Context: an optimization exercise on an open-source flow, tuned for small area, a short achievable clock period and few clock cycles per item. The choices shown serve that exercise and are no tape-out recipe.
At most, simulation tests tie the RTL to the original design; equivalence was not proved.

the previous run:
==> flow/design.v <==
module merge_alu (
    input  wire [63:0] a,         
    input  wire [63:0] b,         
    input  wire [2:0]  sb,        
    input  wire [2:0]  tgt,       
    input  wire        cin,       
    output wire [63:0] s,         
    output wire        cmsb       
);
    wire [63:0] p = a ^ b;
    wire [63:0] g = a & b;
    wire [63:0] gl [0:3];
    wire [63:0] pl [0:3];
    assign gl[0] = g;
    assign pl[0] = p;
    genvar l, j, k;
    generate
        for (l = 0; l < 3; l = l + 1) begin : lvl
            for (j = 0; j < 64; j = j + 1) begin : bt
                if (((j % 8) >> l) & 1) begin : cmb
                    localparam integer q = (j & ~((1 << l) - 1)) - 1;
                    assign gl[l+1][j] = gl[l][j] | (pl[l][j] & gl[l][q]);
                    assign pl[l+1][j] = pl[l][j] & pl[l][q];
                end else begin : pas
                    assign gl[l+1][j] = gl[l][j];
                    assign pl[l+1][j] = pl[l][j];
                end
            end
        end
    endgenerate
    wire [7:0] bg0, bp0;
    generate
        for (k = 0; k < 8; k = k + 1) begin : bsig
            wire gk = (k == tgt) ? gl[3][8*k+6] : gl[3][8*k+7];
            wire pk = (k == tgt) ? pl[3][8*k+6] : pl[3][8*k+7];
            assign bg0[k] = (k > tgt) ? 1'b0 : (k == sb) ? (gk | (pk & cin)) : gk;
            assign bp0[k] = (k > tgt) ? 1'b1 : (k == sb) ? 1'b0 : pk;
        end
    endgenerate
    wire [7:0] bg [0:3];
    wire [7:0] bp [0:3];
    assign bg[0] = bg0;
    assign bp[0] = bp0;
    generate
        for (l = 0; l < 3; l = l + 1) begin : blvl
            for (k = 0; k < 8; k = k + 1) begin : bb
                if ((k >> l) & 1) begin : cmb
                    localparam integer q = (k & ~((1 << l) - 1)) - 1;
                    assign bg[l+1][k] = bg[l][k] | (bp[l][k] & bg[l][q]);
                    assign bp[l+1][k] = bp[l][k] & bp[l][q];
                end else begin : pas
                    assign bg[l+1][k] = bg[l][k];
                    assign bp[l+1][k] = bp[l][k];
                end
            end
        end
    endgenerate
    wire [7:0] bco = bg[3];
    assign cmsb = bco[7];
    wire [63:0] ci;
    generate
        for (k = 0; k < 8; k = k + 1) begin : cin_b
            wire cb;
            if (k == 0) begin : b0
                assign cb = cin;
            end else begin : bk
                assign cb = (k == sb) ? cin : bco[k-1];
            end
            assign ci[8*k] = cb;
            for (j = 1; j < 8; j = j + 1) begin : cbit
                assign ci[8*k+j] = gl[3][8*k+j-1] | (pl[3][8*k+j-1] & cb);
            end
        end
    endgenerate
    assign s = p ^ ci;
endmodule
module slot_merge_unit (
    input  wire        clk,
    input  wire        rst,
    input  wire        in_valid,
    output wire        in_ready,
    input  wire        in_first,
    input  wire        in_last,
    input  wire [63:0] in_v,
    input  wire        in_t,
    input  wire        in_f,
    input  wire [1:0]  in_lane,
    input  wire [2:0]  in_action,
    input  wire [3:0]  in_op,
    input  wire [5:0]  in_ofs,
    input  wire [5:0]  in_width_m1,
    input  wire        in_bad,
    input  wire        in_bad_policy,
    input  wire [63:0] in_x,
    output reg         out_valid,
    input  wire        out_ready,
    output reg  [63:0] out_v,
    output reg         out_t,
    output reg         out_f,
    output reg         out_collide,
    output reg         out_invalid,
    output reg         out_saturated,
    output reg  [3:0]  out_skipped
);
    localparam ACT_WRITE = 3'd2, ACT_MERGE = 3'd3;
    wire in_mg  = (in_action == ACT_MERGE);
    wire in_sub = in_mg && ((in_op == 4'h2) || (in_op == 4'h3) || (in_op == 4'h4) || (in_op == 4'h5));
    wire in_cnt = in_mg && (in_op == 4'hA);
    wire [63:0] in_xc = in_cnt ? {63'd0, in_x[0]} : in_x;
    wire [63:0] in_y  = (in_xc << {in_ofs[5:3], 3'b000}) ^ {64{in_sub}};
    reg  [1:0] lane;
    wire [1:0] in_ln  = in_first ? in_lane : lane;
    wire [2:0] in_tgt = in_ofs[5:3] | {in_ln == 2'd3, in_ln[1], in_ln != 2'd0};
    reg        rdy_q;
    reg        s1v;
    reg [63:0] sy;
    reg [5:0]  sofs, swm1;
    reg [2:0]  stgt;
    reg [3:0]  sop;
    reg        swr, smg, ssub, sbad, sbp, sfirst, slast;
    reg [63:0] v0;
    reg        t0, f0;
    assign in_ready = rdy_q;
    wire take = in_valid && rdy_q;
    always @(posedge clk) begin
        sy     <= in_y;
        sofs   <= in_ofs;
        swm1   <= in_width_m1;
        stgt   <= in_tgt;
        sop    <= in_op;
        swr    <= (in_action == ACT_WRITE);
        smg    <= in_mg;
        ssub   <= in_sub;
        sbad   <= in_bad;
        sbp    <= in_bad_policy;
        sfirst <= in_first;
        slast  <= in_last;
        if (take && in_first) begin
            v0   <= in_v;
            t0   <= in_t;
            f0   <= in_f;
            lane <= in_lane;
        end
    end
    reg [63:0] acc;
    reg        any_wr_q, wbad_q, bpi_q, done_q, sat_q;
    reg [3:0]  skip_q;
    reg        acc_done;
    wire op_or   = (sop == 4'h0);
    wire op_and  = (sop == 4'h1);
    wire op_min  = (sop == 4'h2) || (sop == 4'h3);
    wire op_max  = (sop == 4'h4) || (sop == 4'h5);
    wire op_sgn  = (sop == 4'h3) || (sop == 4'h5);
    wire op_fst  = (sop == 4'h6);
    wire op_bset = (sop == 4'h7);
    wire op_sumu = (sop == 4'h8) || (sop == 4'hA);
    wire op_sums = (sop == 4'h9);
    wire op_xor  = (sop == 4'hB);
    wire op_lane = op_min || op_max || op_sumu || op_sums;
    wire [2:0]  sb   = sofs[5:3];
    wire [2:0]  tgt  = stgt;
    wire [63:0] s;
    wire        cm;
    merge_alu u_alu (
        .a(v0), .b(sy), .sb(sb), .tgt(tgt), .cin(ssub), .s(s), .cmsb(cm)
    );
    wire an_t = v0[{tgt, 3'd7}];
    wire bn_t = sy[{tgt, 3'd7}];
    wire as_t = an_t ^ op_sgn;
    wire bs_t = bn_t ^ op_sgn;
    wire ge1 = as_t || bs_t,  ge0 = as_t && bs_t;      
    wire co1 = an_t || bn_t,  co0 = an_t && bn_t;      
    wire ov1 = !an_t && !bn_t, ov0 = an_t && bn_t;     
    wire sel_s1 = (op_sumu && !co1) || (op_sums && !ov1);
    wire sel_s0 = (op_sumu && !co0) || (op_sums && !ov0);
    wire sel_x1 = (op_min && ge1) || (op_max && !ge1);
    wire sel_x0 = (op_min && ge0) || (op_max && !ge0);
    wire sel_v1 = (op_min && !ge1) || (op_max && ge1);
    wire sel_v0 = (op_min && !ge0) || (op_max && ge0);
    wire sel_s = cm ? sel_s1 : sel_s0;
    wire sel_x = cm ? sel_x1 : sel_x0;
    wire sel_v = cm ? sel_v1 : sel_v0;
    wire sel_1 = op_sumu && (cm ? co1 : co0);
    wire sel_c = op_sums && (cm ? ov1 : ov0);
    integer i;
    wire       mg_bset = smg && op_bset;
    wire [5:0] lo = mg_bset ? sy[5:0] : sofs;
    wire [5:0] hi = mg_bset ? sy[5:0] : (smg && op_lane) ? {tgt, 3'b111} : (sofs + swm1);
    wire [63:0] xs = sy << sofs[2:0];
    reg [63:0] fld, lmsb;
    always @* begin
        for (i = 0; i < 64; i = i + 1) begin
            fld[i] = (i >= lo) && (i <= hi);
            lmsb[i] = (i % 8 == 7) && (i / 8 == tgt);    
        end
    end
    reg [3:0] tt;    
    always @* begin
        if (swr || op_fst) tt = 4'b1010;
        else if (op_or)    tt = 4'b1110;
        else if (op_and)   tt = 4'b1000;
        else if (op_xor)   tt = 4'b0110;
        else if (op_bset)  tt = 4'b1111;
        else               tt = {sel_v, sel_v || sel_x, 1'b0, sel_x};
    end
    wire sum_op = !swr && (op_sumu || op_sums);
    reg [63:0] f;
    always @* begin
        for (i = 0; i < 64; i = i + 1)
            f[i] = tt[{v0[i], xs[i]}] ||
                   (sum_op && ((sel_s && s[i]) || sel_1 || (sel_c && !(lmsb[i] ^ an_t))));
    end
    wire       sat_t = sel_1 || sel_c;
    wire bpi_cur  = !sfirst && bpi_q;
    wire contrib  = !(op_fst && t0) && !(op_bset && sy[7]);
    wire apply    = smg && !sbad && contrib;
    wire en       = s1v && ((swr && !t0) || (apply && !bpi_cur));
    wire zero_b   = s1v && swr && !t0 && (sfirst || !any_wr_q);
    wire v0_b     = s1v && !zero_b && (sfirst || (smg && sbad && sbp));
    wire acc_b    = !zero_b && !v0_b;
    wire [63:0] base = ({64{v0_b}} & v0) | ({64{acc_b}} & acc);
    wire [63:0] fm   = fld & {64{en}};
    wire [63:0] acc_n = (fm & f) | (~fm & base);
    wire        any_wr_n = s1v ? ((!sfirst && any_wr_q) || swr) : any_wr_q;
    wire        wbad_n   = s1v ? ((!sfirst && wbad_q) || (swr && sbad)) : wbad_q;
    wire        bpi_n    = s1v ? (bpi_cur || (smg && sbad && sbp)) : bpi_q;
    wire        done_n   = s1v ? ((!sfirst && done_q) || apply) : done_q;
    wire        sat_n    = s1v ? ((!sfirst && sat_q) || (apply && sat_t)) : sat_q;
    wire [3:0]  skip_n   = s1v ? ((sfirst ? 4'd0 : skip_q) + {3'd0, smg && sbad}) : skip_q;
    wire out_free = !out_valid || out_ready;
    wire fin      = s1v && slast;
    wire load     = out_free && (acc_done || fin);
    wire acc_done_n = (acc_done || fin) && !out_free;
    wire out_valid_n = load || (out_valid && !out_ready);
    wire s1v_n    = take;
    always @(posedge clk) begin
        acc      <= acc_n;
        any_wr_q <= any_wr_n;
        wbad_q   <= wbad_n;
        bpi_q    <= bpi_n;
        done_q   <= done_n;
        sat_q    <= sat_n;
        skip_q   <= skip_n;
        if (load) begin
            out_v         <= acc_n;
            out_t         <= t0 || any_wr_n || bpi_n || done_n;
            out_f         <= any_wr_n ? (t0 ? f0 : !wbad_n) : (f0 && !bpi_n);
            out_collide   <= any_wr_n && t0;
            out_invalid   <= (any_wr_n && !t0 && wbad_n) || bpi_n;
            out_saturated <= sat_n && !bpi_n;
            out_skipped   <= bpi_n ? 4'd0 : skip_n;
        end
        if (rst) begin
            s1v       <= 1'b0;
            acc_done  <= 1'b0;
            out_valid <= 1'b0;
            rdy_q     <= 1'b1;
        end else begin
            s1v       <= s1v_n;
            acc_done  <= acc_done_n;
            out_valid <= out_valid_n;
            rdy_q     <= !acc_done_n && !(s1v_n && in_last && out_valid_n);
        end
    end
endmodule
==> flow/config.mk <==
export PLATFORM = sky130hd
export DESIGN_NAME = slot_merge_unit
export DESIGN_NICKNAME = slot_merge_unit
export VERILOG_FILES = /design/flow/design.v
export SDC_FILE = /design/flow/constraint.sdc
export NUM_CORES = 8
export LEC_CHECK = 0
export CAP_MARGIN = 20
export CORE_MARGIN = 2
export CORE_UTILIZATION = 40
export SETUP_SLACK_MARGIN = 2.0
export SLEW_MARGIN = 40
==> flow/constraint.sdc <==
create_clock -name core_clock -period 22.0 [get_ports {clk}]
set_input_delay 4.4000 -clock core_clock [delete_from_list [all_inputs] [get_ports {clk}]]
set_output_delay 4.4000 -clock core_clock [all_outputs]
set_load 0.01 [all_outputs]
standard.sh (not shown) runs the stock make flow with config.mk's settings and CLKGATE_MAP_FILE= SYNTH_SCRIPT=/design/flow/synth_recipe.tcl, a recipe that flattens the netlist after the stock synthesis.
==> flow/flow/run.sh <==
#!/bin/bash
# Standard synthesis, then the standard layout with these changes: ORFS's
# timing repair aims for a larger setup margin, the port buffers are buf_1,
# and clock tree synthesis clusters up to 20 registers per leaf buffer and
# inserts no dummy loads. The clock period and all constraints are unchanged.
set -euo pipefail
bash standard.sh synth > synth.log 2>&1
sed "s/SETUP_SLACK_MARGIN=[0-9.]*/SETUP_SLACK_MARGIN=16.5 'BUFFER_PORTS_ARGS=-buffer_cell sky130_fd_sc_hd__buf_1' 'CTS_ARGS=-sink_clustering_enable -repair_clock_nets -dont_use_dummy_load -sink_clustering_size 20 -sink_clustering_max_diameter 300'/" standard.sh > layout.sh
bash layout.sh > layout.log 2>&1
The previous run: PASS, flow complete, no timing, DRC or antenna violations
The inputs of the current run differ from those of the previous run as listed below.
diff --git a/flow/design.v b/flow/design.v
--- a/flow/design.v
+++ b/flow/design.v
@@ -107,27 +107,23 @@
     wire in_sub = in_mg && ((in_op == 4'h2) || (in_op == 4'h3) || (in_op == 4'h4) || (in_op == 4'h5));
     wire in_cnt = in_mg && (in_op == 4'hA);
     wire [63:0] in_xc = in_cnt ? {63'd0, in_x[0]} : in_x;
     wire [63:0] in_y  = (in_xc << {in_ofs[5:3], 3'b000}) ^ {64{in_sub}};
-    reg  [1:0] lane;
-    wire [1:0] in_ln  = in_first ? in_lane : lane;
-    wire [2:0] in_tgt = in_ofs[5:3] | {in_ln == 2'd3, in_ln[1], in_ln != 2'd0};
     reg        rdy_q;
     reg        s1v;
     reg [63:0] sy;
     reg [5:0]  sofs, swm1;
-    reg [2:0]  stgt;
     reg [3:0]  sop;
     reg        swr, smg, ssub, sbad, sbp, sfirst, slast;
     reg [63:0] v0;
     reg        t0, f0;
+    reg [1:0]  lane;
     assign in_ready = rdy_q;
     wire take = in_valid && rdy_q;
     always @(posedge clk) begin
         sy     <= in_y;
         sofs   <= in_ofs;
         swm1   <= in_width_m1;
-        stgt   <= in_tgt;
         sop    <= in_op;
         swr    <= (in_action == ACT_WRITE);
         smg    <= in_mg;
         ssub   <= in_sub;
@@ -156,10 +152,19 @@
     wire op_sumu = (sop == 4'h8) || (sop == 4'hA);
     wire op_sums = (sop == 4'h9);
     wire op_xor  = (sop == 4'hB);
     wire op_lane = op_min || op_max || op_sumu || op_sums;
+    reg [5:0] lm1;
+    always @* begin
+        case (lane)
+            2'd0: lm1 = 6'd7;
+            2'd1: lm1 = 6'd15;
+            2'd2: lm1 = 6'd31;
+            default: lm1 = 6'd63;
+        endcase
+    end
     wire [2:0]  sb   = sofs[5:3];
-    wire [2:0]  tgt  = stgt;
+    wire [2:0]  tgt  = sofs[5:3] | lm1[5:3];
     wire [63:0] s;
     wire        cm;
     merge_alu u_alu (
         .a(v0), .b(sy), .sb(sb), .tgt(tgt), .cin(ssub), .s(s), .cmsb(cm)
@@ -184,15 +189,20 @@
     wire sel_c = op_sums && (cm ? ov1 : ov0);
     integer i;
     wire       mg_bset = smg && op_bset;
     wire [5:0] lo = mg_bset ? sy[5:0] : sofs;
-    wire [5:0] hi = mg_bset ? sy[5:0] : (smg && op_lane) ? {tgt, 3'b111} : (sofs + swm1);
+    wire [5:0] hi = mg_bset ? sy[5:0] : (smg && op_lane) ? (sofs | lm1) : (sofs + swm1);
     wire [63:0] xs = sy << sofs[2:0];
     reg [63:0] fld, lmsb;
     always @* begin
         for (i = 0; i < 64; i = i + 1) begin
             fld[i] = (i >= lo) && (i <= hi);
-            lmsb[i] = (i % 8 == 7) && (i / 8 == tgt);    
+            case (lane)
+                2'd0: lmsb[i] = (i % 8  == 7);
+                2'd1: lmsb[i] = (i % 16 == 15);
+                2'd2: lmsb[i] = (i % 32 == 31);
+                default: lmsb[i] = (i == 63);
+            endcase
         end
     end
     reg [3:0] tt;    
     always @* begin
==> results.txt <==
Between the current run and the previous run, it is the current run whose fraction of synthesized area in multiplexers is higher, by 1.6 points.
~same worst hold slack in the current run and the previous run
Area taken by multi-input logic gates (higher): the previous run
Vias: the current run below the previous run
Looking at worst setup path startpoint, the out_v[56]$_DFFE_PP_ result is from the previous run; the out_v[63]$_DFFE_PP_ one comes from the current run.
Compared with the previous run, in the current run number of library cell types mapped by synthesis went down 7, die area shrank by about 4%, non-filler instance count after layout now sits lower, share of the cycle needed by the critical path after routing has remained practically unchanged.
Between the previous run and the current run, total area of sequential cells decreased.
In the current run relative to the previous run, post-synthesis instance area had gone down by a few percent.
Testbench counts of the current run, summed over its fixed seeds: cycles 50,915, slots 12,000.
No functional check of the RTL was part of the previous run.

-- what the ideal ports hide --
The results above use ideal ports. As a check the final layouts listed here were re-extracted and re-timed, cells and wires unchanged.
Step 1: set_driving_cell puts a clkbuf_16 on clk and a buf_2 on each other input, an assumption about the parent block.
Step 2 also shifts input and output timing later by t, the mid clock arrival at the registers, as if the neighbouring blocks saw the same clock.
Slacks: no drivers / after step 1 / after step 2; pairs: no drivers / after step 1.
run	t, ns	slack for setup (ns)	hold slack, ns	worst setup path at the end	clock arrival spread, ns
the previous run	0.611	16.448 / 16.386 / 16.028	0.451 / 0.451 / 0.451	input to register	0.049 / 0.049
the current run	0.597	16.449 / 16.391 / 16.024	0.452 / 0.452 / 0.452	input to register	0.049 / 0.050
After both steps every run listed still meets setup and hold. The setup slack of the current run, which loses most, moves by -0.058 ns with the drivers and by -0.425 ns with both steps.
